What follows belongs to an exercise in optimizing a design on an open flow for small area and a short achievable clock period; a production flow would make more cautious choices. Where RTL was checked, it was by simulation tests only, not by an equivalence proof against the original. For run 1, only the layout was checked, not whether the RTL still works.

==> flow/design.v, too long to show whole: its modules and the start of the top module <==
// module ocosh_mdu: 944 lines
module ocosh_mdu (
    input  wire        clk,
    input  wire        rst,
    input  wire        start,
    input  wire [4:0]  op,
    input  wire [31:0] a,
    input  wire [31:0] b,
    input  wire        ct,
    output wire        ready,
    output reg         done,
    output wire [31:0] result,
    output wire        dv,
    output wire        sat
);
  // ...
==> flow/run.sh <==
#!/bin/bash
# synth_recipe.tcl (not shown) runs the flow's synth.tcl, then flattens the netlist and writes it again
# the make line also repeats each setting of config.mk as NAME=value (left out here)
make -C /OpenROAD-flow-scripts/flow DESIGN_CONFIG=/design/flow/config.mk WORK_HOME=/design/flow/orfs CLKGATE_MAP_FILE= SYNTH_SCRIPT=/design/flow/synth_recipe.tcl finish
==> flow/config.mk <==
export PLATFORM = sky130hd
export DESIGN_NAME = ocosh_mdu
export DESIGN_NICKNAME = ocosh_mdu
export VERILOG_FILES = /design/flow/design.v
export SDC_FILE = /design/flow/constraint.sdc
export NUM_CORES = 4
export LEC_CHECK = 0
export ABC_AREA = 1
export CAP_MARGIN = 20
export CORE_MARGIN = 2
export CORE_UTILIZATION = 40
export SETUP_SLACK_MARGIN = 3
export SLEW_MARGIN = 20
==> flow/constraint.sdc <==
create_clock -name core_clock -period 11.0 [get_ports {clk}]
set_input_delay 2.2000 -clock core_clock [delete_from_list [all_inputs] [get_ports {clk}]]
set_output_delay 2.2000 -clock core_clock [all_outputs]
set_load 0.01 [all_outputs]
==> flow_metrics.env, run 1 <==
export IMPL_synth_compound_area_frac=0.264
export IMPL_ys_ff_latch=153
export IMPL_ios=109
export IMPL_vias=33600
export IMPL_viasPerCell=6.21
export IMPL_rows=99
export IMPL_ant_nets=0
export IMPL_multi_input_area_share=0.676
export IMPL_status="no timing/DRC/antenna violations"
export IMPL_grt_max_degree=74
export IMPL_multi_input_area_um2=23000
export IMPL_clkCellAreaFrac=0.0165
export IMPL_seq_area_um2=4170
export IMPL_grtUsageMet2=0.558
export IMPL_synth_edff_count=109
export IMPL_place_ws_ps=1220
export IMPL_drt_total_wl_um=144000
export IMPL_io_buffers=108
export IMPL_gr_total_overflow=0
export IMPL_crit_slowest_cell="edfxtp_1"
export IMPL_flops_and_latches=153
export IMPL_core_um2=72800
export IMPL_gr_usage_met1=0.470
export IMPL_num_antenna_cells=1
==> run 2: changes to the inputs <==
--- a/flow/design.v
+++ b/flow/design.v
@@ -8,18 +8,18 @@
     input  wire        ct,
     output wire        ready,
     output reg         done,
     output wire [31:0] result,
     output wire        dv,
     output wire        sat
 );
     reg  [4:0]  cnt;     
-    reg  [4:0]  scnt;    
-    reg  [4:0]  dsh;     
+    reg  [3:0]  sm1;     
+    reg         sact;    
     reg         nrm;     
     reg         o_mul;   
     reg         o_q;     
     reg         o_lo;    
     reg  [32:0] ra;      
     reg  [31:0] rb;      
     reg  [31:0] ph;      
     reg  [31:0] pl;      
@@ -139,36 +139,29 @@
     wire [31:0] ad_c = {ad_G_83, ad_G_68, ad_G_82, ad_G_61, ad_G_81, ad_G_67, ad_G_80, ad_G_58, ad_G_79, ad_G_66, ad_G_78, ad_G_60, ad_G_77, ad_G_65, ad_G_76, ad_G_54, ad_G_75, ad_G_64, ad_G_74, ad_G_59, ad_G_73, ad_G_63, ad_G_72, ad_G_47, ad_G_71, ad_G_62, ad_G_70, ad_G_32, ad_G_69, ad_G_1, ad_G0, ad_ci};
     wire [31:0] ad = ad_p ^ ad_c;
     wire ad_co = ad_G_57;
     wire        ad_ov = (adx[31] == ady[31]) & (ad[31] != adx[31]);
     wire [4:0]  s    = b[4:0];
     wire        s_nz = (s != 5'd0);
     wire [31:0] sf_hi  = nrm ? ad : ((h_shr & s_nz) ? {32{a[31]}} : a);
     wire [31:0] sf_lo  = (h_shr & ~nrm) ? a : 32'h0;
-    wire [4:0]  sf_amt = nrm ? dsh : (h_shr ? (5'd0 - s) : s);
+    wire [4:0]  sf_amt = nrm ? {sm1, 1'b1} : (h_shr ? (5'd0 - s) : s);
     wire [64:0] sf4 = sf_amt[4] ? {1'b0, sf_hi[15:0], sf_lo, 16'h0} : {1'b0, sf_hi, sf_lo};
     wire [64:0] sf3 = sf_amt[3] ? {sf4[56:0], 8'h0} : sf4;
     wire [64:0] sf2 = sf_amt[2] ? {sf3[60:0], 4'h0} : sf3;
     wire [64:0] sf1 = sf_amt[1] ? {sf2[62:0], 2'h0} : sf2;
     wire [64:0] sf0 = sf_amt[0] ? {sf1[63:0], 1'h0} : sf1;
     wire [32:0] shf = sf0[64:32];
+    wire        sf_lsb = sf0[31];         
     wire [31:0] tm = ~(32'hFFFF_FFFF << s);           
-    wire [31:0] oh = tm & ~{1'b0, tm[31:1]};          
-    wire        r_bit = |(a & oh);
     wire        r_stk = |(a & {1'b0, tm[31:1]});
-    wire        r_odd = |(a & {oh[30:0], 1'b0}) | (~s_nz & a[0]);
-    wire        r_up  = s_nz & r_bit & (r_stk | r_odd);
-    wire [30:0] tm_rev;
-    generate
-        for (gi = 0; gi < 31; gi = gi + 1) begin : g_rev
-            assign tm_rev[gi] = tm[30 - gi];
-        end
-    endgenerate
-    wire        l_ov = |((a[30:0] ^ {31{a[31]}}) & tm_rev);
+    wire        r_up  = s_nz & sf_lsb & (r_stk | shf[0]);
+    wire [6:0]  l_sum = {1'b0, len_a} + {2'b0, s};
+    wire        l_ov  = l_sum[5];
     wire        h_ok = (a[31:15] == {17{a[31]}});
     wire        hs_sat = ((h_add | h_sub) & ad_ov) | (h_shl & l_ov) | (h_sat & ~h_ok);
     wire [31:0] hs_satv = {a[31], {16{h_sat ? a[31] : ~a[31]}}, {15{~a[31]}}};
     wire [31:0] hs_res = hs_sat ? hs_satv :
                          (h_add | h_sub) ? ad :
                          h_sat ? a : shf[31:0];
     function [5:0] bitlen;
         input [31:0] x;
@@ -176,17 +169,17 @@
         begin
             bitlen = 6'd0;
             for (i = 0; i < 32; i = i + 1)
                 if (x[i]) bitlen = i[5:0] + 6'd1;
         end
     endfunction
     wire        pa = &(a[31:1] | ~a[30:0]);
     wire        pb = &(b[31:1] | ~b[30:0]);
-    wire [5:0]  len_a = bitlen(a ^ {32{i_an}});
+    wire [5:0]  len_a = bitlen(a ^ {32{a[31] & (i_ds | h_shl)}});
     wire [5:0]  len_b = bitlen(b ^ {32{i_bn}});
     wire [6:0]  d_diff = {1'b0, len_a} + {6'h0, i_an & pa} - {1'b0, len_b} - {6'h0, i_bn & pb};
     wire        d_zero = (b == 32'h0);
     wire        d_ovf  = i_ds & (a == 32'h8000_0000) & (b == 32'hFFFF_FFFF);
     wire        d_dv   = d_zero | d_ovf;
     wire        d_triv = d_dv | d_diff[6];
     wire [4:0]  d_steps = d_diff[5:1] + 5'd1;        
     wire bs1 = i_bs ? (b[31:7]  == {25{b[31]}}) : (b[31:8]  == 24'h0);
@@ -216,16 +209,17 @@
     wire [33:0] px1 = (({34{bone[1]}} & a34) | ({34{btwo[1]}} & {a34[32:0], 1'b0})) ^ {34{bneg[1]}};
     wire [33:0] px2 = (({34{bone[2]}} & a34) | ({34{btwo[2]}} & {a34[32:0], 1'b0})) ^ {34{bneg[2]}};
     wire [33:0] px3 = (({34{bone[3]}} & a34) | ({34{btwo[3]}} & {a34[32:0], 1'b0})) ^ {34{bneg[3]}};
     wire [33:0] pu0 = {~px0[33], px0[32:0]};
     wire [33:0] pu1 = {~px1[33], px1[32:0]};
     wire [33:0] pu2 = {~px2[33], px2[32:0]};
     wire [33:0] pu3 = {~px3[33], px3[32:0]};
     wire [33:0] accl = {ph[1:0], pl};
+    wire        qrnd = o_q & (cnt == 5'd1);    
     wire mt1 = pu0[6] ^ pu1[4];
     wire mt2 = pu0[6] & pu1[4];
     wire mt3 = pu0[7] ^ pu1[5];
     wire mt4 = pu0[7] & pu1[5];
     wire mt5 = pu0[8] ^ pu1[6] ^ pu2[4];
     wire mt6 = (pu0[8] & pu1[6]) | (pu0[8] & pu2[4]) | (pu1[6] & pu2[4]);
     wire mt7 = pu0[9] ^ pu1[7] ^ pu2[5];
     wire mt8 = (pu0[9] & pu1[7]) | (pu0[9] & pu2[5]) | (pu1[7] & pu2[5]);
@@ -266,184 +260,190 @@
     wire mt43 = pu0[27] ^ pu1[25] ^ pu2[23];
     wire mt44 = (pu0[27] & pu1[25]) | (pu0[27] & pu2[23]) | (pu1[25] & pu2[23]);
     wire mt45 = pu0[28] ^ pu1[26] ^ pu2[24];
     wire mt46 = (pu0[28] & pu1[26]) | (pu0[28] & pu2[24]) | (pu1[26] & pu2[24]);
     wire mt47 = pu0[29] ^ pu1[27] ^ pu2[25];
     wire mt48 = (pu0[29] & pu1[27]) | (pu0[29] & pu2[25]) | (pu1[27] & pu2[25]);
     wire mt49 = pu0[30] ^ pu1[28] ^ pu2[26];
     wire mt50 = (pu0[30] & pu1[28]) | (pu0[30] & pu2[26]) | (pu1[28] & pu2[26]);
-    wire mt51 = pu0[31] ^ pu1[29] ^ pu2[27];
-    wire mt52 = (pu0[31] & pu1[29]) | (pu0[31] & pu2[27]) | (pu1[29] & pu2[27]);
-    wire mt53 = pu0[32] ^ pu1[30] ^ pu2[28];
-    wire mt54 = (pu0[32] & pu1[30]) | (pu0[32] & pu2[28]) | (pu1[30] & pu2[28]);
-    wire mt55 = pu0[33] ^ pu1[31] ^ pu2[29];
-    wire mt56 = (pu0[33] & pu1[31]) | (pu0[33] & pu2[29]) | (pu1[31] & pu2[29]);
-    wire mt57 = pu3[27] ^ accl[25];
-    wire mt58 = pu3[27] & accl[25];
-    wire mt59 = pu1[32] ^ pu2[30] ^ pu3[28];
-    wire mt60 = (pu1[32] & pu2[30]) | (pu1[32] & pu3[28]) | (pu2[30] & pu3[28]);
-    wire mt61 = accl[26] ^ 1'b1;
-    wire mt62 = accl[26] & 1'b1;
-    wire mt63 = pu1[33] ^ pu2[31] ^ pu3[29];
-    wire mt64 = (pu1[33] & pu2[31]) | (pu1[33] & pu3[29]) | (pu2[31] & pu3[29]);
-    wire mt65 = pu2[32] ^ pu3[30];
-    wire mt66 = pu2[32] & pu3[30];
-    wire mt67 = pu0[4] ^ pu1[2];
-    wire mt68 = pu0[4] & pu1[2];
-    wire mt69 = pu0[5] ^ pu1[3];
-    wire mt70 = pu0[5] & pu1[3];
-    wire mt71 = mt1 ^ pu2[2] ^ pu3[0];
-    wire mt72 = (mt1 & pu2[2]) | (mt1 & pu3[0]) | (pu2[2] & pu3[0]);
-    wire mt73 = mt2 ^ mt3 ^ pu2[3];
-    wire mt74 = (mt2 & mt3) | (mt2 & pu2[3]) | (mt3 & pu2[3]);
-    wire mt75 = mt4 ^ mt5 ^ pu3[2];
-    wire mt76 = (mt4 & mt5) | (mt4 & pu3[2]) | (mt5 & pu3[2]);
-    wire mt77 = mt6 ^ mt7 ^ pu3[3];
-    wire mt78 = (mt6 & mt7) | (mt6 & pu3[3]) | (mt7 & pu3[3]);
-    wire mt79 = mt8 ^ mt9 ^ pu3[4];
-    wire mt80 = (mt8 & mt9) | (mt8 & pu3[4]) | (mt9 & pu3[4]);
-    wire mt81 = mt10 ^ mt11 ^ pu3[5];
-    wire mt82 = (mt10 & mt11) | (mt10 & pu3[5]) | (mt11 & pu3[5]);
-    wire mt83 = mt12 ^ mt13 ^ pu3[6];
-    wire mt84 = (mt12 & mt13) | (mt12 & pu3[6]) | (mt13 & pu3[6]);
-    wire mt85 = mt14 ^ mt15 ^ pu3[7];
-    wire mt86 = (mt14 & mt15) | (mt14 & pu3[7]) | (mt15 & pu3[7]);
-    wire mt87 = mt16 ^ mt17 ^ pu3[8];
-    wire mt88 = (mt16 & mt17) | (mt16 & pu3[8]) | (mt17 & pu3[8]);
-    wire mt89 = mt18 ^ mt19 ^ pu3[9];
-    wire mt90 = (mt18 & mt19) | (mt18 & pu3[9]) | (mt19 & pu3[9]);
-    wire mt91 = mt20 ^ mt21 ^ pu3[10];
-    wire mt92 = (mt20 & mt21) | (mt20 & pu3[10]) | (mt21 & pu3[10]);
-    wire mt93 = mt22 ^ mt23 ^ pu3[11];
-    wire mt94 = (mt22 & mt23) | (mt22 & pu3[11]) | (mt23 & pu3[11]);
-    wire mt95 = mt24 ^ mt25 ^ pu3[12];
-    wire mt96 = (mt24 & mt25) | (mt24 & pu3[12]) | (mt25 & pu3[12]);
-    wire mt97 = mt26 ^ mt27 ^ pu3[13];
-    wire mt98 = (mt26 & mt27) | (mt26 & pu3[13]) | (mt27 & pu3[13]);
-    wire mt99 = mt28 ^ mt29 ^ pu3[14];
-    wire mt100 = (mt28 & mt29) | (mt28 & pu3[14]) | (mt29 & pu3[14]);
-    wire mt101 = mt30 ^ mt31 ^ pu3[15];
-    wire mt102 = (mt30 & mt31) | (mt30 & pu3[15]) | (mt31 & pu3[15]);
-    wire mt103 = mt32 ^ mt33 ^ pu3[16];
-    wire mt104 = (mt32 & mt33) | (mt32 & pu3[16]) | (mt33 & pu3[16]);
-    wire mt105 = mt34 ^ mt35 ^ pu3[17];
-    wire mt106 = (mt34 & mt35) | (mt34 & pu3[17]) | (mt35 & pu3[17]);
-    wire mt107 = mt36 ^ mt37 ^ pu3[18];
-    wire mt108 = (mt36 & mt37) | (mt36 & pu3[18]) | (mt37 & pu3[18]);
-    wire mt109 = mt38 ^ mt39 ^ pu3[19];
-    wire mt110 = (mt38 & mt39) | (mt38 & pu3[19]) | (mt39 & pu3[19]);
-    wire mt111 = mt40 ^ mt41 ^ pu3[20];
-    wire mt112 = (mt40 & mt41) | (mt40 & pu3[20]) | (mt41 & pu3[20]);
-    wire mt113 = mt42 ^ mt43 ^ pu3[21];
-    wire mt114 = (mt42 & mt43) | (mt42 & pu3[21]) | (mt43 & pu3[21]);
-    wire mt115 = mt44 ^ mt45 ^ pu3[22];
-    wire mt116 = (mt44 & mt45) | (mt44 & pu3[22]) | (mt45 & pu3[22]);
-    wire mt117 = mt46 ^ mt47 ^ pu3[23];
-    wire mt118 = (mt46 & mt47) | (mt46 & pu3[23]) | (mt47 & pu3[23]);
-    wire mt119 = mt48 ^ mt49 ^ pu3[24];
-    wire mt120 = (mt48 & mt49) | (mt48 & pu3[24]) | (mt49 & pu3[24]);
-    wire mt121 = mt50 ^ mt51 ^ pu3[25];
-    wire mt122 = (mt50 & mt51) | (mt50 & pu3[25]) | (mt51 & pu3[25]);
-    wire mt123 = mt52 ^ mt53 ^ pu3[26];
-    wire mt124 = (mt52 & mt53) | (mt52 & pu3[26]) | (mt53 & pu3[26]);
-    wire mt125 = mt54 ^ mt55 ^ mt57;
-    wire mt126 = (mt54 & mt55) | (mt54 & mt57) | (mt55 & mt57);
-    wire mt127 = mt56 ^ mt58 ^ mt59;
-    wire mt128 = (mt56 & mt58) | (mt56 & mt59) | (mt58 & mt59);
-    wire mt129 = mt60 ^ mt62 ^ mt63;
-    wire mt130 = (mt60 & mt62) | (mt60 & mt63) | (mt62 & mt63);
-    wire mt131 = mt64 ^ mt65 ^ accl[28];
-    wire mt132 = (mt64 & mt65) | (mt64 & accl[28]) | (mt65 & accl[28]);
-    wire mt133 = mt66 ^ pu2[33] ^ pu3[31];
-    wire mt134 = (mt66 & pu2[33]) | (mt66 & pu3[31]) | (pu2[33] & pu3[31]);
-    wire mt135 = pu3[32] ^ accl[30];
-    wire mt136 = pu3[32] & accl[30];
-    wire mt137 = pu0[2] ^ pu1[0];
-    wire mt138 = pu0[2] & pu1[0];
-    wire mt139 = pu0[3] ^ pu1[1];
-    wire mt140 = pu0[3] & pu1[1];
-    wire mt141 = mt67 ^ pu2[0] ^ bneg[2];
-    wire mt142 = (mt67 & pu2[0]) | (mt67 & bneg[2]) | (pu2[0] & bneg[2]);
-    wire mt143 = mt68 ^ mt69 ^ pu2[1];
-    wire mt144 = (mt68 & mt69) | (mt68 & pu2[1]) | (mt69 & pu2[1]);
-    wire mt145 = mt70 ^ mt71 ^ bneg[3];
-    wire mt146 = (mt70 & mt71) | (mt70 & bneg[3]) | (mt71 & bneg[3]);
-    wire mt147 = mt72 ^ mt73 ^ pu3[1];
-    wire mt148 = (mt72 & mt73) | (mt72 & pu3[1]) | (mt73 & pu3[1]);
-    wire mt149 = mt74 ^ mt75 ^ accl[0];
-    wire mt150 = (mt74 & mt75) | (mt74 & accl[0]) | (mt75 & accl[0]);
-    wire mt151 = mt76 ^ mt77 ^ accl[1];
-    wire mt152 = (mt76 & mt77) | (mt76 & accl[1]) | (mt77 & accl[1]);
-    wire mt153 = mt78 ^ mt79 ^ accl[2];
-    wire mt154 = (mt78 & mt79) | (mt78 & accl[2]) | (mt79 & accl[2]);
-    wire mt155 = mt80 ^ mt81 ^ accl[3];
-    wire mt156 = (mt80 & mt81) | (mt80 & accl[3]) | (mt81 & accl[3]);
-    wire mt157 = mt82 ^ mt83 ^ accl[4];
-    wire mt158 = (mt82 & mt83) | (mt82 & accl[4]) | (mt83 & accl[4]);
-    wire mt159 = mt84 ^ mt85 ^ accl[5];
-    wire mt160 = (mt84 & mt85) | (mt84 & accl[5]) | (mt85 & accl[5]);
-    wire mt161 = mt86 ^ mt87 ^ accl[6];
-    wire mt162 = (mt86 & mt87) | (mt86 & accl[6]) | (mt87 & accl[6]);
-    wire mt163 = mt88 ^ mt89 ^ accl[7];
-    wire mt164 = (mt88 & mt89) | (mt88 & accl[7]) | (mt89 & accl[7]);
-    wire mt165 = mt90 ^ mt91 ^ accl[8];
-    wire mt166 = (mt90 & mt91) | (mt90 & accl[8]) | (mt91 & accl[8]);
-    wire mt167 = mt92 ^ mt93 ^ accl[9];
-    wire mt168 = (mt92 & mt93) | (mt92 & accl[9]) | (mt93 & accl[9]);
-    wire mt169 = mt94 ^ mt95 ^ accl[10];
-    wire mt170 = (mt94 & mt95) | (mt94 & accl[10]) | (mt95 & accl[10]);
-    wire mt171 = mt96 ^ mt97 ^ accl[11];
-    wire mt172 = (mt96 & mt97) | (mt96 & accl[11]) | (mt97 & accl[11]);
-    wire mt173 = mt98 ^ mt99 ^ accl[12];
-    wire mt174 = (mt98 & mt99) | (mt98 & accl[12]) | (mt99 & accl[12]);
-    wire mt175 = mt100 ^ mt101 ^ accl[13];
-    wire mt176 = (mt100 & mt101) | (mt100 & accl[13]) | (mt101 & accl[13]);
-    wire mt177 = mt102 ^ mt103 ^ accl[14];
-    wire mt178 = (mt102 & mt103) | (mt102 & accl[14]) | (mt103 & accl[14]);
-    wire mt179 = mt104 ^ mt105 ^ accl[15];
-    wire mt180 = (mt104 & mt105) | (mt104 & accl[15]) | (mt105 & accl[15]);
-    wire mt181 = mt106 ^ mt107 ^ accl[16];
-    wire mt182 = (mt106 & mt107) | (mt106 & accl[16]) | (mt107 & accl[16]);
-    wire mt183 = mt108 ^ mt109 ^ accl[17];
-    wire mt184 = (mt108 & mt109) | (mt108 & accl[17]) | (mt109 & accl[17]);
-    wire mt185 = mt110 ^ mt111 ^ accl[18];
-    wire mt186 = (mt110 & mt111) | (mt110 & accl[18]) | (mt111 & accl[18]);
-    wire mt187 = mt112 ^ mt113 ^ accl[19];
-    wire mt188 = (mt112 & mt113) | (mt112 & accl[19]) | (mt113 & accl[19]);
-    wire mt189 = mt114 ^ mt115 ^ accl[20];
-    wire mt190 = (mt114 & mt115) | (mt114 & accl[20]) | (mt115 & accl[20]);
-    wire mt191 = mt116 ^ mt117 ^ accl[21];
-    wire mt192 = (mt116 & mt117) | (mt116 & accl[21]) | (mt117 & accl[21]);
-    wire mt193 = mt118 ^ mt119 ^ accl[22];
-    wire mt194 = (mt118 & mt119) | (mt118 & accl[22]) | (mt119 & accl[22]);
-    wire mt195 = mt120 ^ mt121 ^ accl[23];
-    wire mt196 = (mt120 & mt121) | (mt120 & accl[23]) | (mt121 & accl[23]);
-    wire mt197 = mt122 ^ mt123 ^ accl[24];
-    wire mt198 = (mt122 & mt123) | (mt122 & accl[24]) | (mt123 & accl[24]);
-    wire mt199 = mt124 ^ mt125 ^ 1'b1;
-    wire mt200 = (mt124 & mt125) | (mt124 & 1'b1) | (mt125 & 1'b1);
-    wire mt201 = mt126 ^ mt127 ^ mt61;
-    wire mt202 = (mt126 & mt127) | (mt126 & mt61) | (mt127 & mt61);
-    wire mt203 = mt128 ^ mt129 ^ accl[27];
-    wire mt204 = (mt128 & mt129) | (mt128 & accl[27]) | (mt129 & accl[27]);
-    wire mt205 = mt130 ^ mt131 ^ 1'b1;
-    wire mt206 = (mt130 & mt131) | (mt130 & 1'b1) | (mt131 & 1'b1);
-    wire mt207 = mt132 ^ mt133 ^ accl[29];
-    wire mt208 = (mt132 & mt133) | (mt132 & accl[29]) | (mt133 & accl[29]);
-    wire mt209 = mt134 ^ mt135 ^ 1'b1;
-    wire mt210 = (mt134 & mt135) | (mt134 & 1'b1) | (mt135 & 1'b1);
-    wire mt211 = mt136 ^ pu3[33] ^ accl[31];
-    wire mt212 = (mt136 & pu3[33]) | (mt136 & accl[31]) | (pu3[33] & accl[31]);
-    wire mt213 = accl[32] ^ 1'b1;
-    wire mt214 = accl[32] & 1'b1;
-    wire mt215 = accl[33] ^ 1'b1;
-    wire mt216 = accl[33] & 1'b1;
-    wire [43:0] mt_r0 = {1'b1, mt216, mt214, mt212, mt210, mt208, mt206, mt204, mt202, mt200, mt198, mt196, mt194, mt192, mt190, mt188, mt186, mt184, mt182, mt180, mt178, mt176, mt174, mt172, mt170, mt168, mt166, mt164, mt162, mt160, mt158, mt156, mt154, mt152, mt150, mt148, mt146, mt144, mt142, mt140, mt138, mt137, pu0[1], pu0[0]};
-    wire [43:0] mt_r1 = {1'b0, 1'b1, mt215, mt213, mt211, mt209, mt207, mt205, mt203, mt201, mt199, mt197, mt195, mt193, mt191, mt189, mt187, mt185, mt183, mt181, mt179, mt177, mt175, mt173, mt171, mt169, mt167, mt165, mt163, mt161, mt159, mt157, mt155, mt153, mt151, mt149, mt147, mt145, mt143, mt141, mt139, bneg[1], 1'b0, bneg[0]};
+    wire mt51 = pu3[24] ^ accl[22];
+    wire mt52 = pu3[24] & accl[22];
+    wire mt53 = pu0[31] ^ pu1[29] ^ pu2[27];
+    wire mt54 = (pu0[31] & pu1[29]) | (pu0[31] & pu2[27]) | (pu1[29] & pu2[27]);
+    wire mt55 = pu3[25] ^ accl[23];
+    wire mt56 = pu3[25] & accl[23];
+    wire mt57 = pu0[32] ^ pu1[30] ^ pu2[28];
+    wire mt58 = (pu0[32] & pu1[30]) | (pu0[32] & pu2[28]) | (pu1[30] & pu2[28]);
+    wire mt59 = pu3[26] ^ accl[24];
+    wire mt60 = pu3[26] & accl[24];
+    wire mt61 = pu0[33] ^ pu1[31] ^ pu2[29];
+    wire mt62 = (pu0[33] & pu1[31]) | (pu0[33] & pu2[29]) | (pu1[31] & pu2[29]);
+    wire mt63 = pu3[27] ^ accl[25] ^ 1'b1;
+    wire mt64 = (pu3[27] & accl[25]) | (pu3[27] & 1'b1) | (accl[25] & 1'b1);
+    wire mt65 = pu1[32] ^ pu2[30] ^ pu3[28];
+    wire mt66 = (pu1[32] & pu2[30]) | (pu1[32] & pu3[28]) | (pu2[30] & pu3[28]);
+    wire mt67 = accl[26] ^ 1'b1;
+    wire mt68 = accl[26] & 1'b1;
+    wire mt69 = pu1[33] ^ pu2[31] ^ pu3[29];
+    wire mt70 = (pu1[33] & pu2[31]) | (pu1[33] & pu3[29]) | (pu2[31] & pu3[29]);
+    wire mt71 = pu2[32] ^ pu3[30];
+    wire mt72 = pu2[32] & pu3[30];
+    wire mt73 = pu0[4] ^ pu1[2];
+    wire mt74 = pu0[4] & pu1[2];
+    wire mt75 = pu0[5] ^ pu1[3];
+    wire mt76 = pu0[5] & pu1[3];
+    wire mt77 = mt1 ^ pu2[2] ^ pu3[0];
+    wire mt78 = (mt1 & pu2[2]) | (mt1 & pu3[0]) | (pu2[2] & pu3[0]);
+    wire mt79 = mt2 ^ mt3 ^ pu2[3];
+    wire mt80 = (mt2 & mt3) | (mt2 & pu2[3]) | (mt3 & pu2[3]);
+    wire mt81 = mt4 ^ mt5 ^ pu3[2];
+    wire mt82 = (mt4 & mt5) | (mt4 & pu3[2]) | (mt5 & pu3[2]);
+    wire mt83 = mt6 ^ mt7 ^ pu3[3];
+    wire mt84 = (mt6 & mt7) | (mt6 & pu3[3]) | (mt7 & pu3[3]);
+    wire mt85 = mt8 ^ mt9 ^ pu3[4];
+    wire mt86 = (mt8 & mt9) | (mt8 & pu3[4]) | (mt9 & pu3[4]);
+    wire mt87 = mt10 ^ mt11 ^ pu3[5];
+    wire mt88 = (mt10 & mt11) | (mt10 & pu3[5]) | (mt11 & pu3[5]);
+    wire mt89 = mt12 ^ mt13 ^ pu3[6];
+    wire mt90 = (mt12 & mt13) | (mt12 & pu3[6]) | (mt13 & pu3[6]);
+    wire mt91 = mt14 ^ mt15 ^ pu3[7];
+    wire mt92 = (mt14 & mt15) | (mt14 & pu3[7]) | (mt15 & pu3[7]);
+    wire mt93 = mt16 ^ mt17 ^ pu3[8];
+    wire mt94 = (mt16 & mt17) | (mt16 & pu3[8]) | (mt17 & pu3[8]);
+    wire mt95 = mt18 ^ mt19 ^ pu3[9];
+    wire mt96 = (mt18 & mt19) | (mt18 & pu3[9]) | (mt19 & pu3[9]);
+    wire mt97 = mt20 ^ mt21 ^ pu3[10];
+    wire mt98 = (mt20 & mt21) | (mt20 & pu3[10]) | (mt21 & pu3[10]);
+    wire mt99 = mt22 ^ mt23 ^ pu3[11];
+    wire mt100 = (mt22 & mt23) | (mt22 & pu3[11]) | (mt23 & pu3[11]);
+    wire mt101 = mt24 ^ mt25 ^ pu3[12];
+    wire mt102 = (mt24 & mt25) | (mt24 & pu3[12]) | (mt25 & pu3[12]);
+    wire mt103 = mt26 ^ mt27 ^ pu3[13];
+    wire mt104 = (mt26 & mt27) | (mt26 & pu3[13]) | (mt27 & pu3[13]);
+    wire mt105 = mt28 ^ mt29 ^ pu3[14];
+    wire mt106 = (mt28 & mt29) | (mt28 & pu3[14]) | (mt29 & pu3[14]);
+    wire mt107 = mt30 ^ mt31 ^ pu3[15];
+    wire mt108 = (mt30 & mt31) | (mt30 & pu3[15]) | (mt31 & pu3[15]);
+    wire mt109 = mt32 ^ mt33 ^ pu3[16];
+    wire mt110 = (mt32 & mt33) | (mt32 & pu3[16]) | (mt33 & pu3[16]);
+    wire mt111 = mt34 ^ mt35 ^ pu3[17];
+    wire mt112 = (mt34 & mt35) | (mt34 & pu3[17]) | (mt35 & pu3[17]);
+    wire mt113 = mt36 ^ mt37 ^ pu3[18];
+    wire mt114 = (mt36 & mt37) | (mt36 & pu3[18]) | (mt37 & pu3[18]);
+    wire mt115 = mt38 ^ mt39 ^ pu3[19];
+    wire mt116 = (mt38 & mt39) | (mt38 & pu3[19]) | (mt39 & pu3[19]);
+    wire mt117 = mt40 ^ mt41 ^ pu3[20];
+    wire mt118 = (mt40 & mt41) | (mt40 & pu3[20]) | (mt41 & pu3[20]);
+    wire mt119 = mt42 ^ mt43 ^ pu3[21];
+    wire mt120 = (mt42 & mt43) | (mt42 & pu3[21]) | (mt43 & pu3[21]);
+    wire mt121 = mt44 ^ mt45 ^ pu3[22];
+    wire mt122 = (mt44 & mt45) | (mt44 & pu3[22]) | (mt45 & pu3[22]);
+    wire mt123 = mt46 ^ mt47 ^ pu3[23];
+    wire mt124 = (mt46 & mt47) | (mt46 & pu3[23]) | (mt47 & pu3[23]);
+    wire mt125 = mt48 ^ mt49 ^ mt51;
+    wire mt126 = (mt48 & mt49) | (mt48 & mt51) | (mt49 & mt51);
+    wire mt127 = mt50 ^ mt52 ^ mt53;
+    wire mt128 = (mt50 & mt52) | (mt50 & mt53) | (mt52 & mt53);
+    wire mt129 = mt54 ^ mt56 ^ mt57;
+    wire mt130 = (mt54 & mt56) | (mt54 & mt57) | (mt56 & mt57);
+    wire mt131 = mt58 ^ mt60 ^ mt61;
+    wire mt132 = (mt58 & mt60) | (mt58 & mt61) | (mt60 & mt61);
+    wire mt133 = mt62 ^ mt64 ^ mt65;
+    wire mt134 = (mt62 & mt64) | (mt62 & mt65) | (mt64 & mt65);
+    wire mt135 = mt66 ^ mt68 ^ mt69;
+    wire mt136 = (mt66 & mt68) | (mt66 & mt69) | (mt68 & mt69);
+    wire mt137 = mt70 ^ mt71 ^ accl[28];
+    wire mt138 = (mt70 & mt71) | (mt70 & accl[28]) | (mt71 & accl[28]);
+    wire mt139 = mt72 ^ pu2[33] ^ pu3[31];
+    wire mt140 = (mt72 & pu2[33]) | (mt72 & pu3[31]) | (pu2[33] & pu3[31]);
+    wire mt141 = pu3[32] ^ accl[30];
+    wire mt142 = pu3[32] & accl[30];
+    wire mt143 = pu0[2] ^ pu1[0];
+    wire mt144 = pu0[2] & pu1[0];
+    wire mt145 = pu0[3] ^ pu1[1];
+    wire mt146 = pu0[3] & pu1[1];
+    wire mt147 = mt73 ^ pu2[0] ^ bneg[2];
+    wire mt148 = (mt73 & pu2[0]) | (mt73 & bneg[2]) | (pu2[0] & bneg[2]);
+    wire mt149 = mt74 ^ mt75 ^ pu2[1];
+    wire mt150 = (mt74 & mt75) | (mt74 & pu2[1]) | (mt75 & pu2[1]);
+    wire mt151 = mt76 ^ mt77 ^ bneg[3];
+    wire mt152 = (mt76 & mt77) | (mt76 & bneg[3]) | (mt77 & bneg[3]);
+    wire mt153 = mt78 ^ mt79 ^ pu3[1];
+    wire mt154 = (mt78 & mt79) | (mt78 & pu3[1]) | (mt79 & pu3[1]);
+    wire mt155 = mt80 ^ mt81 ^ accl[0];
+    wire mt156 = (mt80 & mt81) | (mt80 & accl[0]) | (mt81 & accl[0]);
+    wire mt157 = mt82 ^ mt83 ^ accl[1];
+    wire mt158 = (mt82 & mt83) | (mt82 & accl[1]) | (mt83 & accl[1]);
+    wire mt159 = mt84 ^ mt85 ^ accl[2];
+    wire mt160 = (mt84 & mt85) | (mt84 & accl[2]) | (mt85 & accl[2]);
+    wire mt161 = mt86 ^ mt87 ^ accl[3];
+    wire mt162 = (mt86 & mt87) | (mt86 & accl[3]) | (mt87 & accl[3]);
+    wire mt163 = mt88 ^ mt89 ^ accl[4];
+    wire mt164 = (mt88 & mt89) | (mt88 & accl[4]) | (mt89 & accl[4]);
+    wire mt165 = mt90 ^ mt91 ^ accl[5];
+    wire mt166 = (mt90 & mt91) | (mt90 & accl[5]) | (mt91 & accl[5]);
+    wire mt167 = mt92 ^ mt93 ^ accl[6];
+    wire mt168 = (mt92 & mt93) | (mt92 & accl[6]) | (mt93 & accl[6]);
+    wire mt169 = mt94 ^ mt95 ^ accl[7];
+    wire mt170 = (mt94 & mt95) | (mt94 & accl[7]) | (mt95 & accl[7]);
+    wire mt171 = mt96 ^ mt97 ^ accl[8];
+    wire mt172 = (mt96 & mt97) | (mt96 & accl[8]) | (mt97 & accl[8]);
+    wire mt173 = mt98 ^ mt99 ^ accl[9];
+    wire mt174 = (mt98 & mt99) | (mt98 & accl[9]) | (mt99 & accl[9]);
+    wire mt175 = mt100 ^ mt101 ^ accl[10];
+    wire mt176 = (mt100 & mt101) | (mt100 & accl[10]) | (mt101 & accl[10]);
+    wire mt177 = mt102 ^ mt103 ^ accl[11];
+    wire mt178 = (mt102 & mt103) | (mt102 & accl[11]) | (mt103 & accl[11]);
+    wire mt179 = mt104 ^ mt105 ^ accl[12];
+    wire mt180 = (mt104 & mt105) | (mt104 & accl[12]) | (mt105 & accl[12]);
+    wire mt181 = mt106 ^ mt107 ^ accl[13];
+    wire mt182 = (mt106 & mt107) | (mt106 & accl[13]) | (mt107 & accl[13]);
+    wire mt183 = mt108 ^ mt109 ^ accl[14];
+    wire mt184 = (mt108 & mt109) | (mt108 & accl[14]) | (mt109 & accl[14]);
+    wire mt185 = mt110 ^ mt111 ^ accl[15];
+    wire mt186 = (mt110 & mt111) | (mt110 & accl[15]) | (mt111 & accl[15]);
+    wire mt187 = mt112 ^ mt113 ^ accl[16];
+    wire mt188 = (mt112 & mt113) | (mt112 & accl[16]) | (mt113 & accl[16]);
+    wire mt189 = mt114 ^ mt115 ^ accl[17];
+    wire mt190 = (mt114 & mt115) | (mt114 & accl[17]) | (mt115 & accl[17]);
+    wire mt191 = mt116 ^ mt117 ^ accl[18];
+    wire mt192 = (mt116 & mt117) | (mt116 & accl[18]) | (mt117 & accl[18]);
+    wire mt193 = mt118 ^ mt119 ^ accl[19];
+    wire mt194 = (mt118 & mt119) | (mt118 & accl[19]) | (mt119 & accl[19]);
+    wire mt195 = mt120 ^ mt121 ^ accl[20];
+    wire mt196 = (mt120 & mt121) | (mt120 & accl[20]) | (mt121 & accl[20]);
+    wire mt197 = mt122 ^ mt123 ^ accl[21];
+    wire mt198 = (mt122 & mt123) | (mt122 & accl[21]) | (mt123 & accl[21]);
+    wire mt199 = mt124 ^ mt125 ^ qrnd;
+    wire mt200 = (mt124 & mt125) | (mt124 & qrnd) | (mt125 & qrnd);
+    wire mt201 = mt126 ^ mt127 ^ mt55;
+    wire mt202 = (mt126 & mt127) | (mt126 & mt55) | (mt127 & mt55);
+    wire mt203 = mt128 ^ mt129 ^ mt59;
+    wire mt204 = (mt128 & mt129) | (mt128 & mt59) | (mt129 & mt59);
+    wire mt205 = mt130 ^ mt131 ^ mt63;
+    wire mt206 = (mt130 & mt131) | (mt130 & mt63) | (mt131 & mt63);
+    wire mt207 = mt132 ^ mt133 ^ mt67;
+    wire mt208 = (mt132 & mt133) | (mt132 & mt67) | (mt133 & mt67);
+    wire mt209 = mt134 ^ mt135 ^ accl[27];
+    wire mt210 = (mt134 & mt135) | (mt134 & accl[27]) | (mt135 & accl[27]);
+    wire mt211 = mt136 ^ mt137 ^ 1'b1;
+    wire mt212 = (mt136 & mt137) | (mt136 & 1'b1) | (mt137 & 1'b1);
+    wire mt213 = mt138 ^ mt139 ^ accl[29];
+    wire mt214 = (mt138 & mt139) | (mt138 & accl[29]) | (mt139 & accl[29]);
+    wire mt215 = mt140 ^ mt141 ^ 1'b1;
+    wire mt216 = (mt140 & mt141) | (mt140 & 1'b1) | (mt141 & 1'b1);
+    wire mt217 = mt142 ^ pu3[33] ^ accl[31];
+    wire mt218 = (mt142 & pu3[33]) | (mt142 & accl[31]) | (pu3[33] & accl[31]);
+    wire mt219 = accl[32] ^ 1'b1;
+    wire mt220 = accl[32] & 1'b1;
+    wire mt221 = accl[33] ^ 1'b1;
+    wire mt222 = accl[33] & 1'b1;
+    wire [43:0] mt_r0 = {1'b1, mt222, mt220, mt218, mt216, mt214, mt212, mt210, mt208, mt206, mt204, mt202, mt200, mt198, mt196, mt194, mt192, mt190, mt188, mt186, mt184, mt182, mt180, mt178, mt176, mt174, mt172, mt170, mt168, mt166, mt164, mt162, mt160, mt158, mt156, mt154, mt152, mt150, mt148, mt146, mt144, mt143, pu0[1], pu0[0]};
+    wire [43:0] mt_r1 = {1'b0, 1'b1, mt221, mt219, mt217, mt215, mt213, mt211, mt209, mt207, mt205, mt203, mt201, mt199, mt197, mt195, mt193, mt191, mt189, mt187, mt185, mt183, mt181, mt179, mt177, mt175, mt173, mt171, mt169, mt167, mt165, mt163, mt161, mt159, mt157, mt155, mt153, mt151, mt149, mt147, mt145, bneg[1], 1'b0, bneg[0]};
     wire        dstep = ~o_mul;
     wire [43:0] cpa_x = dstep ? {11'h0, 1'b0, ph} : mt_r0;
     wire [43:0] cpa_y = dstep ? {11'h0, ~ra} : mt_r1;
     wire [43:0] mv_a = cpa_x;
     wire [43:0] mv_b = cpa_y;
     wire mv_ci = dstep;
     wire [43:0] mv_p = mv_a ^ mv_b;
     wire [43:0] mv_g = mv_a & mv_b;
@@ -783,21 +783,21 @@
     wire dd2_G_83 = dd2_g[30] | (dd2_p[30] & dd2_G_68);
     wire dd2_G_84 = dd2_g[32] | (dd2_p[32] & dd2_G_57);
     wire [32:0] dd2_c = {dd2_G_57, dd2_G_83, dd2_G_68, dd2_G_82, dd2_G_61, dd2_G_81, dd2_G_67, dd2_G_80, dd2_G_58, dd2_G_79, dd2_G_66, dd2_G_78, dd2_G_60, dd2_G_77, dd2_G_65, dd2_G_76, dd2_G_54, dd2_G_75, dd2_G_64, dd2_G_74, dd2_G_59, dd2_G_73, dd2_G_63, dd2_G_72, dd2_G_47, dd2_G_71, dd2_G_62, dd2_G_70, dd2_G_32, dd2_G_69, dd2_G_1, dd2_G0, dd2_ci};
     wire [32:0] dd2 = dd2_p ^ dd2_c;
     wire dd2_co = dd2_G_84;
     wire        dq2 = dd2_co;
     wire [31:0] dr2 = dq2 ? dd2[31:0] : dr1;
     wire mul_step = o_mul & (cnt != 5'd0);
-    wire div_step = (scnt != 5'd0);
-    wire        q_up  = pl[30] & ((|pl[29:0]) | pl[31]);
+    wire div_step = sact;
+    wire        q_tie = ~|pl[30:0];
     wire        q_sat = o_q & ~ph[31] & ph[30];
-    wire [31:0] o_x = (o_q ? {ph[30:0], pl[31]} : o_lo ? pl : ph) ^ {32{neg}};
-    wire        o_c = o_q ? q_up : (neg | rup);
+    wire [31:0] o_x = (o_q ? {ph[30:0], pl[31] & ~q_tie} : o_lo ? pl : ph) ^ {32{neg}};
+    wire        o_c = neg | rup;
     wire [31:0] osum_a = o_x;
     wire [31:0] osum_b = 32'h0;
     wire osum_ci = o_c;
     wire [31:0] osum_p = osum_a ^ osum_b;
     wire [31:0] osum_g = osum_a & osum_b;
     wire osum_G0 = osum_g[0] | (osum_p[0] & osum_ci);
     wire osum_G_1 = osum_g[1] | (osum_p[1] & osum_G0);
     wire osum_G_2 = osum_g[3] | (osum_p[3] & osum_g[2]);
@@ -886,56 +886,58 @@
     wire [31:0] osum = osum_p ^ osum_c;
     wire osum_co = osum_G_57;
     assign result = q_sat ? 32'h7FFF_FFFF : osum;
     assign sat    = satr | q_sat;
     assign dv     = dvf;
     always @(posedge clk) begin
         if (rst) begin
             cnt  <= 5'd0;
-            scnt <= 5'd0;
+            sact <= 1'b0;
             nrm  <= 1'b0;
             done <= 1'b0;
         end else begin
             done <= accept ? i_help : (cnt == 5'd1);
             if (accept) begin
                 cnt  <= i_div ? (ct ? 5'd17 : d_triv ? 5'd2 : d_steps + 5'd1) :
                         i_mul ? {2'b0, mk} : 5'd0;
-                scnt <= (i_div & ~d_triv) ? d_steps : 5'd0;
+                sact <= i_div & ~d_triv;
+                sm1  <= d_diff[4:1];
                 nrm  <= i_div;
             end else begin
                 nrm <= 1'b0;
                 if (cnt != 5'd0)
                     cnt <= cnt - 5'd1;
-                if (div_step & ~nrm)
-                    scnt <= scnt - 5'd1;
+                if (div_step & ~nrm) begin
+                    if (sm1 == 4'd0)
+                        sact <= 1'b0;
+                    sm1 <= sm1 - 4'd1;
+                end
             end
         end
     end
     always @(posedge clk) begin
         if (accept) begin
             o_mul <= i_mul;
             o_q   <= i_mul & op[4];
             o_lo  <= (i_mul & (op[1:0] == 2'b00) & ~op[4]) | (i_div & ~op[1]);
             ra    <= {m_as, ad};
             rb    <= i_mul ? b_al : b;
-            dsh   <= d_diff[4:0] | 5'd1;                  
             bn    <= i_bn;
             neg   <= i_div & (op[1] ? i_an : (i_an ^ i_bn));
             rup   <= h_shr & r_up;
             satr  <= i_help & hs_sat;
             dvf   <= i_div & d_dv;
-            ph    <= i_help ? hs_res : acc_pre ? {32{m_as}} : 32'h0;
-            pl    <= acc_pre ? a : 32'h0;
+            ph    <= i_help ? hs_res : i_div ? (d_dv ? 32'h0 : ad) :
+                     acc_pre ? {32{m_as}} : 32'h0;
+            pl    <= acc_pre ? a : (i_div & d_dv) ? ad : 32'h0;
         end else begin
             rb <= {rb[23:0], 8'h0};
             if (nrm) begin
                 ra <= shf;
-                ph <= dvf ? 32'h0 : ra[31:0];
-                pl <= dvf ? ra[31:0] : 32'h0;
             end else if (div_step) begin
                 ra <= {2'b0, ra[32:2]};
                 ph <= dr2;
                 pl <= {pl[29:0], dq1, dq2};
             end else if (mul_step) begin
                 ph <= acc_next[63:32];
                 pl <= acc_next[31:0];
             end
==> flow/config.mk (replaced) <==
export PLATFORM = sky130hd
export DESIGN_NAME = ocosh_mdu
export DESIGN_NICKNAME = ocosh_mdu
export VERILOG_FILES = /design/flow/design.v
export SDC_FILE = /design/flow/constraint.sdc
export NUM_CORES = 4
export LEC_CHECK = 0
export ABC_AREA = 1
export CAP_MARGIN = 20
export CORE_MARGIN = 2
export CORE_UTILIZATION = 40
export SLEW_MARGIN = 20
==> flow_metrics.env, run 2 <==
export IMPL_synth_async_reset_ratio=0
export IMPL_clock_skew_ps=21.0
export IMPL_post_synth_top_count_cell="nand2_1"
export IMPL_netlist_top_cells_area="edfxtp_1 11%, fa_1 10%, nand2_1 10%, ha_1 8.0%, o21ai_0 7.8%"
export IMPL_slew_violations=0
export IMPL_multi_input_area_um2=21600
export IMPL_worst_setup_path_end_kind="flop"
export IMPL_route_detailed_drc=0
export IMPL_hold_viol=0
export IMPL_final_cells=5230
export IMPL_finalCriticalPeriod_ps=10160
export IMPL_ant_nets=0
export IMPL_synth_cell_types=71
export IMPL_fmax_mhz=98.4
export IMPL_initial_utilization=0.404
export IMPL_crit_top_cell="nand2_1"
export IMPL_grt_total_usage=0.360
export IMPL_path_clk_slew_ps=80
export IMPL_start_kind="flop"
export IMPL_seq_area_um2=4080
export IMPL_ys_ff_latch=149
export IMPL_largest_register="ra"
export IMPL_synthTopCellsByCount="790 x nand2_1, 503 x inv_1, 451 x o21ai_0"
export IMPL_crit_path_max_fanout=11
export IMPL_whs_ps=481
export IMPL_place_area_um2=31000
export IMPL_stdcell_area_um2=31800
export IMPL_cp_buffers_inverters=8
export IMPL_dieWidth_um=273
export IMPL_root_buffer="clkbuf_16"
export IMPL_drt_total_wl_um=136000
export IMPL_cts_max_level=4
export IMPL_rows=98
export IMPL_dieArea_um2=74400
export IMPL_synth_edff_count=109
export IMPL_layout_common_cells="788 x nand2_1, 501 x inv_1, 444 x o21ai_0, 257 x a21oi_1, 250 x xor2_1"
export IMPL_gp_congestion=1.04
export IMPL_syn_num_nets=4695
export IMPL_clk_latency_ps=510
export IMPL_cts_tree="yes"
export IMPL_drtPass1Iterations=7
export IMPL_n_fill_cell=7581
export IMPL_avgSynthCellArea_um2=6.74
export IMPL_layout_commonest_cell="nand2_1"
export IMPL_place_detailed_hpwl_um=107000
export IMPL_gr_total_overflow=0
export IMPL_drv_cap=0
export IMPL_first_iter_violations=4636
export IMPL_layout_drive_gt1_share=0.0715
export IMPL_grt_first_pass_wirelength_um=200000
export IMPL_io_buffers=108
export IMPL_finalCritPeriodShare=0.924
export IMPL_core_um2=71500
export IMPL_largest_reg_flops=33
export IMPL_max_slew_margin_rel=0.145
export IMPL_status="no timing/DRC/antenna violations"
export IMPL_ios=109
export IMPL_cts_num_sinks=149
export IMPL_vias=32400
export IMPL_utilization=0.445
export IMPL_crit_family="compound AO/OA/AOI/OAI gates"
export IMPL_clk_path_buf_depth=2
export IMPL_cp_slowest_stage_delay_ps=460
export IMPL_grt_max_degree=89
export IMPL_die_y_um=273
export IMPL_area_growth_pct=10.1
export IMPL_critPathKind="reg2reg"
export IMPL_critPathArrivalTime_ps=10410
export IMPL_synthesis_area_um2=28900
export IMPL_antenna_found_initial=6
export IMPL_worst_slew_pin_slew_ps=1270
export IMPL_viasPerCell=6.20
export IMPL_yosysTopAreaCell="edfxtp_1"
export IMPL_nets=4672
export IMPL_dp_cells=5185
export IMPL_crit_required_ps=11250
export IMPL_synthFlopType="edfxtp_1"
export IMPL_hp_class="reg2reg"
export IMPL_numCtsBuffers=17
export IMPL_yosys_area_top_type_share=0.113
export IMPL_finalSetupViolations=0
export IMPL_yosysWarnings=1
export IMPL_wl_per_cell_um=26.1
export IMPL_hold_buffers=0
export IMPL_crit_slowest_cell="fa_1"
export IMPL_seq_area_frac_synth=0.141
export IMPL_grt_pass1_vias=30300
export IMPL_synthCells=4287
run 2: what timing repair did:
| action | 4_1_cts | 5_1_grt |
|---|---|---|
| setup endpoints to repair | 0 | 33 |
| buffers inserted | 0 | 7 |
| gates resized for setup | 0 | 23 |
run 2: final cells by class:
cell class | instances | area share
well taps | 950 | 0.0374
flip-flops and latches | 149 | 0.128
diodes | 3 | 0.000236
clock inverters | 14 | 0.00464
clock buffers | 18 | 0.0142
multi-input cells | 3284 | 0.680
repair buffers | 254 | 0.0697
inverters | 558 | 0.0661
run 2: worst register-to-register path, delay by kind of cell, from the launching register on:
kind	cells	cell delay (ps)
compound gates	22	3580
fa+ha+maj	8	3130
simple gates	18	1710
buf+inv	8	960
flops	1	330
xor+xnor	1	190
run 2: path summary, 6_finish.rpt:
| kind | from | cells past startpoint | endpoint | slack (ps) |
|---|---|---|---|---|
| max | rb[24] | 57 | ph[31] | 840 |
| min | rb[13] | 2 | rb[21] | 480 |
| max reg2reg | rb[24] | 57 | ph[31] | 840 |
| min reg2reg | rb[13] | 2 | rb[21] | 480 |
run 2: kinds of logic (layout without fill, tap and decap cells):
group           count (synthesis)  count (layout)  synth area share
compound gates               1269            1269             0.260
simple gates                 1373            1373             0.206
buf+inv                       854             844             0.114
fa+ha+maj                     335             335             0.184
mux                            20              20           0.00693
xor+xnor                      287             287            0.0873
other cells                     0               3                 0
flops                         149             149             0.141
run 2: metal layers:
layer / track usage / routed length (um) / vias up
li1: - / - / 14600
met1: 0.462 / 52500 / 15100
met2: 0.554 / 58700 / 2205
met3: 0.0762 / 15300 / 477
met4: 0.220 / 9820 / 6
met5: 0 / 41 / -
run 2: per-stage QoR:
stage               worst slack [ps]  setup TNS, ps
finish                           840              0
global route                   -17.6          -17.6
CTS                             3.60              0
detailed placement              77.1              0
global placement                 290              0
floorplan                        374              0

separate check: timing with driven ports:
No port has a modelled driver above. Below, the same layouts with a new extraction and two added sets of constraints. Step 1: set_driving_cell puts a clkbuf_16 on clk and a buf_2 on each other input, an assumption about the parent block. Step 2 adds t to the input delays and takes it off the output delays; t is the mean of the earliest and latest rising clock arrival at the registers after step 1. Input paths then give back, and output paths get back, about the clock's delay inside the block. Three values: no drivers, after step 1, after step 2; two values: the first two.
run	t, ns	slack for setup (ns)	hold WS [ns]	worst setup path at the end	clock arrival spread, ns
run 1	0.562	2.420 / 2.420 / 2.420	0.485 / 0.485 / 0.485	register to register	0.018 / 0.018
run 2	0.561	0.840 / 0.840 / 0.348	0.481 / 0.481 / 0.481	input to register	0.021 / 0.021
After both steps setup and hold are still met in every run listed. The setup slack of run 2, which loses most, moves by 0.000 ns with the drivers and by -0.492 ns with both steps.
